Background: an optimization exercise with open tools, aiming at small area, a short achievable clock period and few clock cycles per item. Do not read the settings as production practice.
RTL that was checked went through simulation tests only; none was proved equivalent to the original.
No activity file was given, so power comes from the tool's default toggle rates.

## v6
## mbcq_enc
module mbcq_enc #(
    parameter integer N  = 33,      
    parameter integer HQ = 2        
) (
    input  wire        clk,
    input  wire        rst,         
    input  wire        in_valid,
    output wire        in_ready,
    input  wire        in_last,     
    input  wire [1:0]  in_fmt,      
    input  wire [1:0]  in_k,        
    input  wire [31:0] in_elem,     
    output wire        out_valid,
    input  wire        out_ready,
    output wire        out_hdr,     
    output wire        out_last,    
    output wire [15:0] out_data
);
Size in the first run: about 3100 cells after synthesis, about 61 I/O pins, roughly 45000 sq um of cells after synthesis.
clock: 16.0 ns
lec_check: 0
cap_margin: 20
core_margin: 2
core_utilization: 70
cts_buf_list: sky130_fd_sc_hd__clkbuf_8
cts_cluster_diameter: 70
cts_cluster_size: 14
place_density: 0.8
slew_margin: 20
standard.sh (not shown) runs the stock make flow with config.mk's settings and CLKGATE_MAP_FILE= SYNTH_SCRIPT=/design/flow/synth_recipe.tcl, a recipe that flattens the netlist after the stock synthesis.
==> flow/flow/run.sh <==
#!/bin/bash
# Own layout flow: the standard ORFS flow (standard.sh), with the ports
# buffered by a plain buffer instead of the delay-cell buffer ORFS picks.
# The make output goes to flow.log in the work folder; ORFS's own per-step
# logs stay under orfs/logs/.
set -euo pipefail
bash standard.sh \
  "BUFFER_PORTS_ARGS=-buffer_cell sky130_fd_sc_hd__buf_2" \
  SETUP_SLACK_MARGIN=11.5 \
  finish > flow.log 2>&1
What v7 does differently from v6 at the input level:
diff --git a/flow/design.v b/flow/design.v
--- a/flow/design.v
+++ b/flow/design.v
@@ -57,44 +57,46 @@
     wire        a_sub  = (a_ex == 8'd0);
     wire        a_zero = a_sub && (a_man == 23'd0);
     wire [8:0]  a_base = a_f16 ? 9'd369 : 9'd257;       
     wire [8:0]  a_ebf  = a_sub ? a_base - {4'b0000, a_lz} : a_base - 9'd1 + {1'b0, a_ex};
     wire [8:0]  a_eb   = a_spec ? 9'h1FF : a_zero ? 9'd0 : a_ebf;
     wire [8:0]  a_ebm  = (a_spec || a_zero) ? 9'd0 : a_ebf;    
     wire [22:0] c_frac = a_sub ? (a_man << a_lz) : a_man;
     wire [25:0] c_word = {a_s, a_eb, c_frac[22:8], |c_frac[7:0]};
     reg [25:0]   mem [0:N-1];
-    reg [PW-1:0] wptr, rptr;
     reg [PW:0]   cnt;             
     reg [4:0]  bcnt;              
     reg [8:0]  e_run;             
     reg        esc_run;
     reg [1:0]  k_run;
     wire [8:0] e_new   = (a_ebm > e_run) ? a_ebm : e_run;
     wire       esc_new = esc_run | a_spec;
     wire [1:0] k_new   = (bcnt == 5'd0) ? a_k : k_run;
     wire       b_end   = a_v && (a_last || bcnt == 5'd31);
+    integer w;
     reg [16:0]   hq [0:HQ-1];
     reg [QW-1:0] hq_wp, hq_rp;
     reg [QW:0]   hq_cnt;
     always @(posedge clk) begin
-        if (a_v) mem[wptr] <= c_word;
+        if (a_v) begin
+            mem[0] <= c_word;
+            for (w = 1; w < N; w = w + 1)
+                mem[w] <= mem[w - 1];
+        end
         if (b_end) hq[hq_wp] <= {esc_new, e_new, k_new, bcnt};
     end
     always @(posedge clk) begin
         if (rst) begin
-            wptr    <= {PW{1'b0}};
             bcnt    <= 5'd0;
             e_run   <= 9'd0;
             esc_run <= 1'b0;
             hq_wp   <= {QW{1'b0}};
         end else if (a_v) begin
-            wptr <= (wptr == N - 1) ? {PW{1'b0}} : wptr + 1'b1;
             if (b_end) begin
                 bcnt    <= 5'd0;
                 e_run   <= 9'd0;
                 esc_run <= 1'b0;
                 hq_wp   <= (hq_wp == HQ - 1) ? {QW{1'b0}} : hq_wp + 1'b1;
             end else begin
                 bcnt    <= bcnt + 5'd1;
                 e_run   <= e_new;
                 esc_run <= esc_new;
@@ -102,66 +104,64 @@
             end
         end
     end
     reg        o1_v;
     reg        adv_q;             
     wire       adv = !o1_v;
     reg        rd_act;            
     reg [4:0]  rd_rem;            
     reg [9:0]  rd_eoff;           
-    reg [8:0]  rd_e;              
     reg [1:0]  rd_k;
     reg        rd_esc;
     wire [16:0] hq_h     = hq[hq_rp];
     wire        hq_any   = (hq_cnt != 0);
     wire        iss_hdr  = adv && !rd_act && hq_any;
     wire        iss_code = adv && rd_act;
     wire [8:0]  h_emax   = hq_h[15:7];
     wire        h_nz     = (h_emax != 9'd0);
     wire [1:0]  h_k      = hq_h[6:5];
     wire        h_esc    = hq_h[16];
     always @(posedge clk) begin
         if (rst) begin
             rd_act <= 1'b0;
-            rptr   <= {PW{1'b0}};
             hq_rp  <= {QW{1'b0}};
         end else if (iss_hdr) begin
             rd_act  <= 1'b1;
             rd_rem  <= hq_h[4:0];
             rd_eoff <= !h_nz ? 10'h3FF : {1'b0, h_emax} + {9'd0, h_esc} +
                        ((h_k == 2'd0) ? 10'd10 : (h_k == 2'd1) ? 10'd6 : 10'd2);
-            rd_e    <= h_nz ? h_emax + 9'd129 : 9'd0;
             rd_k    <= h_k;
             rd_esc  <= h_esc;
             hq_rp   <= (hq_rp == HQ - 1) ? {QW{1'b0}} : hq_rp + 1'b1;
         end else if (iss_code) begin
-            rptr   <= (rptr == N - 1) ? {PW{1'b0}} : rptr + 1'b1;
             rd_rem <= rd_rem - 5'd1;
             if (rd_rem == 5'd0) rd_act <= 1'b0;
         end
     end
     wire [PW:0] cnt_nx = cnt + a_v - iss_code;
     wire [QW:0] hq_nx  = hq_cnt + b_end - iss_hdr;
     always @(posedge clk) begin
         if (rst) begin
             cnt    <= {(PW+1){1'b0}};
             hq_cnt <= {(QW+1){1'b0}};
         end else begin
             cnt    <= cnt_nx;
             hq_cnt <= hq_nx;
         end
     end
+    wire [8:0]  rd_koff = ((rd_k == 2'd0) ? 9'd10 : (rd_k == 2'd1) ? 9'd6 : 9'd2) + {8'd0, rd_esc};
+    wire [8:0]  rd_e    = (rd_eoff == 10'h3FF) ? 9'd0 : rd_eoff[8:0] + 9'd129 - rd_koff;
     reg [25:0] rd_word;
     integer m;
     always @(*) begin
         rd_word = 26'd0;
         for (m = 0; m < N; m = m + 1)
-            rd_word = rd_word | (mem[m] & {26{rptr == m}});
+            rd_word = rd_word | (mem[m] & {26{cnt == m + 1}});
     end
     reg        r1_v, r1_hdr, r1_last;
     reg [25:0] r1_w;
     always @(posedge clk) begin
         if (rst) r1_v <= 1'b0;
         else if (adv) r1_v <= iss_hdr || iss_code;
         if (adv_q) begin
             r1_hdr  <= iss_hdr;
             r1_last <= iss_code && (rd_rem == 5'd0);
- Higher part of the total power dissipated in the clock network among v7 and v6: v6
- Comparing v7 and v6, the higher HPWL reported at the end of detailed placement was measured on v6.
- Between v7 and v6, the multi-input gate share of the layout cell area does not differ in any meaningful way.
- For setup slack, v6 and v7 come out practically identical.
- The via count reported for v7 is smaller than that of v6 by 1395.
- The lower final weighted congestion in routability-driven placement of v7 and v6 is in v6.
- Cell depth of the worst flop-to-flop path in v7 is 14 below v6.
- Multiplexer fraction of the synthesized cell area (higher): v7
- v7 vs. v6: non-clock buffer count went down by about 25%.
- The higher logic gate share of total power of v7 and v6 is in v6.
Testbench counts of v7, summed over its fixed seeds: cycles 377,501, items 363,761.
For v6, only the layout was checked, not whether the RTL still works.

-- what the ideal ports hide --
No port has a modelled driver above. Below, the same layouts with a new extraction and two added sets of constraints. Step 1: set_driving_cell puts a clkbuf_16 on clk and a buf_2 on each other input, an assumption about the parent block. Step 2 also shifts input and output timing later by t, the mid clock arrival at the registers, as if the neighbouring blocks saw the same clock. Three values: no drivers, after step 1, after step 2; two values: the first two.
| run | t, ns | setup WS [ns] | hold slack, ns | worst setup path at the end | worst register clock-pin slew, ns |
|---|---|---|---|---|---|
| v6 | 0.786 | 11.559 / 11.494 / 10.944 | 0.429 / 0.429 / 0.429 | input to register | 0.10 / 0.10 |
| v7 | 0.778 | 11.557 / 11.491 / 10.996 | 0.431 / 0.431 / 0.431 | input to register | 0.11 / 0.11 |
After both steps every run listed still meets setup and hold. For v6, which loses most, drivers alone change the setup slack by -0.065 ns; drivers and shift together by -0.615 ns.
